From an optimization exercise on the open Yosys and OpenROAD flow, aimed at small area, a short achievable clock period and few clock cycles; shortcuts taken in it are not production practice.
The RTL was checked by simulation tests, not by an equivalence proof against the original design.

## run a
==> flow/design.v (excerpt) <==
module gcm_lane (
    input  wire         clk,
    input  wire         rst,
    input  wire         start_valid,
    output wire         start_ready,
    input  wire [127:0] start_key,
    input  wire [95:0]  start_iv,
    input  wire         start_decrypt,
    input  wire         in_valid,
    output wire         in_ready,
    input  wire [127:0] in_data,
    input  wire [4:0]   in_bytes,
    input  wire         in_aad,
    input  wire         in_last,
    output reg          out_valid,
    output reg  [127:0] out_data,
    output reg          tag_valid,
    output reg  [127:0] tag
);
==> flow/config.mk <==
export PLATFORM = sky130hd
export DESIGN_NAME = gcm_lane
export DESIGN_NICKNAME = gcm_lane
export VERILOG_FILES = /design/flow/design.v
export SDC_FILE = /design/flow/constraint.sdc
export NUM_CORES = 8
export LEC_CHECK = 0
export CAP_MARGIN = 30
export CORE_MARGIN = 2
export CORE_UTILIZATION = 40
export SETUP_SLACK_MARGIN = 5
export SLEW_MARGIN = 30
export SYNTH_HIERARCHICAL = 1
==> flow/constraint.sdc <==
create_clock -name core_clock -period 10.0 [get_ports {clk}]
set_input_delay 2.0000 -clock core_clock [delete_from_list [all_inputs] [get_ports {clk}]]
set_output_delay 2.0000 -clock core_clock [all_outputs]
set_load 0.01 [all_outputs]
standard.sh (not shown) runs the stock make flow with config.mk's settings and CLKGATE_MAP_FILE= SYNTH_SCRIPT=/design/flow/synth_recipe.tcl, a recipe that flattens the netlist after the stock synthesis.
==> flow/flow/run.sh <==
#!/bin/bash
set -euo pipefail
REPAIR_MARGIN=5.5
W=$PWD
rm -rf "$W/scripts_abc"
cp -r "$FLOW_HOME/scripts" "$W/scripts_abc"
cp "$W/flow/abc_speed.script" "$W/scripts_abc/abc_speed.script"
python3 - "$W/scripts_abc/synth.tcl" <<'PY'
import sys
p = sys.argv[1]
s = open(p).read()
old = "  log_cmd abc {*}$abc_args\n"
assert s.count(old) == 1, "synth.tcl: abc call not found"
s = s.replace(old, """  # the GHASH step keeps ORFS's own mapping; the rest gets the XOR-friendly one
  set abc_args_std [lreplace $abc_args 1 1 $::env(FLOW_HOME)/scripts/abc_speed.script]
  log_cmd abc {*}$abc_args_std gcm_ghash_step
  log_cmd abc {*}$abc_args gcm_lane gcm_sbox
""")
open(p, "w").write(s)
PY
bash "$W/standard.sh" SCRIPTS_DIR="$W/scripts_abc" synth > "$W/run_synth.log" 2>&1
if [[ -n "$REPAIR_MARGIN" ]]; then
  bash "$W/standard.sh" SETUP_SLACK_MARGIN="$REPAIR_MARGIN" > "$W/run_layout.log" 2>&1
else
  bash "$W/standard.sh" > "$W/run_layout.log" 2>&1
fi
==> flow/flow/abc_speed.script <==
strash
&get -n
&fraig -x
&put
scorr
dc2
strash
dch -f
&get -n
&nf -p
&put
Run a reached the final stage; the timing, DRC and antenna checks on its layout passed.
Testbench counts of run a, summed over its fixed seeds: cycles 35,118.
Changes in run b relative to run a:
--- a/flow/design.v
+++ b/flow/design.v
@@ -244,24 +244,25 @@
     reg         job;           
     reg         ypend;         
     reg [127:0] ks0, ks1, ks2, ks3;    
     reg [3:0]   kv;            
     reg [3:0]   cv;            
     reg [3:0]   cl;            
     reg [3:0]   kpo;           
     reg [3:0]   gpo;           
     reg         seen_text;     
     reg         hpend;         
     reg [127:0] h_r;
     reg         h_valid;       
+    reg         j0v;           
     reg [127:0] y;             
     reg [XW-1:0] xs;           
     reg [2:0]   gcnt;
     reg         g0;            
     reg         gh_busy;
     reg         gh_lastbeat;   
     reg         gh_len;        
     reg [15:0]  aad_len;
     reg [15:0]  txt_len;
     wire [127:0] sub_a, sub_b;
     genvar gi;
     generate
@@ -408,48 +409,57 @@
             sb <= (jn == JOB_P1) ? ({iv_r, 32'd1} ^ key_r) : ld_b;
         end else if (c_zero) begin
             sa <= ld_a;
             sb <= ld_b;
         end else begin
             sa <= oa;
             sb <= ob;
         end
         if (h_move) begin
             h_r     <= ks0;
             tag     <= ks1;
             h_valid <= 1'b1;
+            j0v     <= 1'b1;
             hpend   <= 1'b0;
             gpo     <= 4'b0100;
         end
-        xs <= xs_eff >> GD;        
         if (gh_busy) begin
             y    <= ynext;
+            xs   <= xs_eff >> GD;
             g0   <= 1'b0;
             gcnt <= gcnt + 3'd1;
             if (gh_step_last) begin
                 if (gh_lastbeat) begin
                     xs          <= {len_block, {PAD{1'b0}}};
                     g0          <= 1'b1;
                     gcnt        <= 3'd0;
                     gh_lastbeat <= 1'b0;
                     gh_len      <= 1'b1;
                 end else if (gh_len) begin
-                    tag       <= tag ^ ynext;
-                    tag_valid <= 1'b1;
-                    y         <= 128'd0;
-                    gh_busy   <= 1'b0;
-                    gh_len    <= 1'b0;
-                    h_valid   <= 1'b0;
-                    aad_len   <= 16'd0;
-                    txt_len   <= 16'd0;
+                    if (j0v) begin
+                        tag       <= tag ^ ynext;
+                        tag_valid <= 1'b1;
+                        y         <= 128'd0;
+                        gh_busy   <= 1'b0;
+                        gh_len    <= 1'b0;
+                        h_valid   <= 1'b0;
+                        j0v       <= 1'b0;
+                        aad_len   <= 16'd0;
+                        txt_len   <= 16'd0;
+                    end else begin
+                        y    <= y;
+                        xs   <= xs;
+                        g0   <= g0;
+                        gcnt <= gcnt;
+                    end
                 end else begin
                     gh_busy <= 1'b0;
                 end
             end
         end
         if (take_aad || gh_ring) begin
             xs          <= {(take_aad ? in_masked : ct_g), {PAD{1'b0}}};
             g0          <= 1'b1;
             gcnt        <= 3'd0;
             gh_busy     <= 1'b1;
             gh_lastbeat <= take_aad ? in_last : cl_g;
         end
@@ -461,24 +471,25 @@
             else        txt_len <= txt_len + {11'd0, in_bytes};
             if (in_last) msg_act <= 1'b0;
         end
         if (start_take)
             msg_act <= 1'b1;
         if (rst) begin
             msg_act     <= 1'b0;
             a_run       <= 1'b0;
             kv          <= 4'd0;
             cv          <= 4'd0;
             hpend       <= 1'b0;
             h_valid     <= 1'b0;
+            j0v         <= 1'b0;
             gh_busy     <= 1'b0;
             gh_len      <= 1'b0;
             gh_lastbeat <= 1'b0;
             y           <= 128'd0;
             aad_len     <= 16'd0;
             txt_len     <= 16'd0;
             out_valid   <= 1'b0;
             tag_valid   <= 1'b0;
         end
     end
 endmodule
 module gcm_ghash_step (
[summary]
Compared with run a, run b ends up with more cell area. Delta (run b minus run a): part of the cycle the worst path needs has decreased, number of buffers added to fix hold violations after cts has remained practically unchanged, half-perimeter wire length after detailed placement has increased, number of buffers outside the clock class in the layout has remained practically unchanged.
Testbench counts of run b, summed over its fixed seeds: cycles 35,118.

-- afterwards: timing with drivers on the ports --
No port has a modelled driver above. Below, the same layouts with a new extraction and two added sets of constraints.
Step 1, drivers: a clkbuf_16 drives clk and a buf_2 each remaining input, both assumed.
Step 2 times the ports against the registers' clock, not the clock port: input delays grow and output delays shrink by t, the midpoint of the rising clock arrivals with the driver on.
a / b / c = ideal ports / drivers / drivers and shift; a / b = the first two.
| run | shift t [ns] | setup slack, ns | worst setup path after step 2 | slew at the worst register clock pin (ns) |
|---|---|---|---|---|
| run a | 1.139 | 5.381 / 5.249 / 4.209 | input to register | 0.09 / 0.09 |
| run b | 1.101 | 5.413 / 5.297 / 4.516 | input to register | 0.08 / 0.08 |
After both steps setup and hold are still met in every run listed. For run a, which loses most, drivers alone change the setup slack by -0.132 ns; drivers and shift together by -1.172 ns.
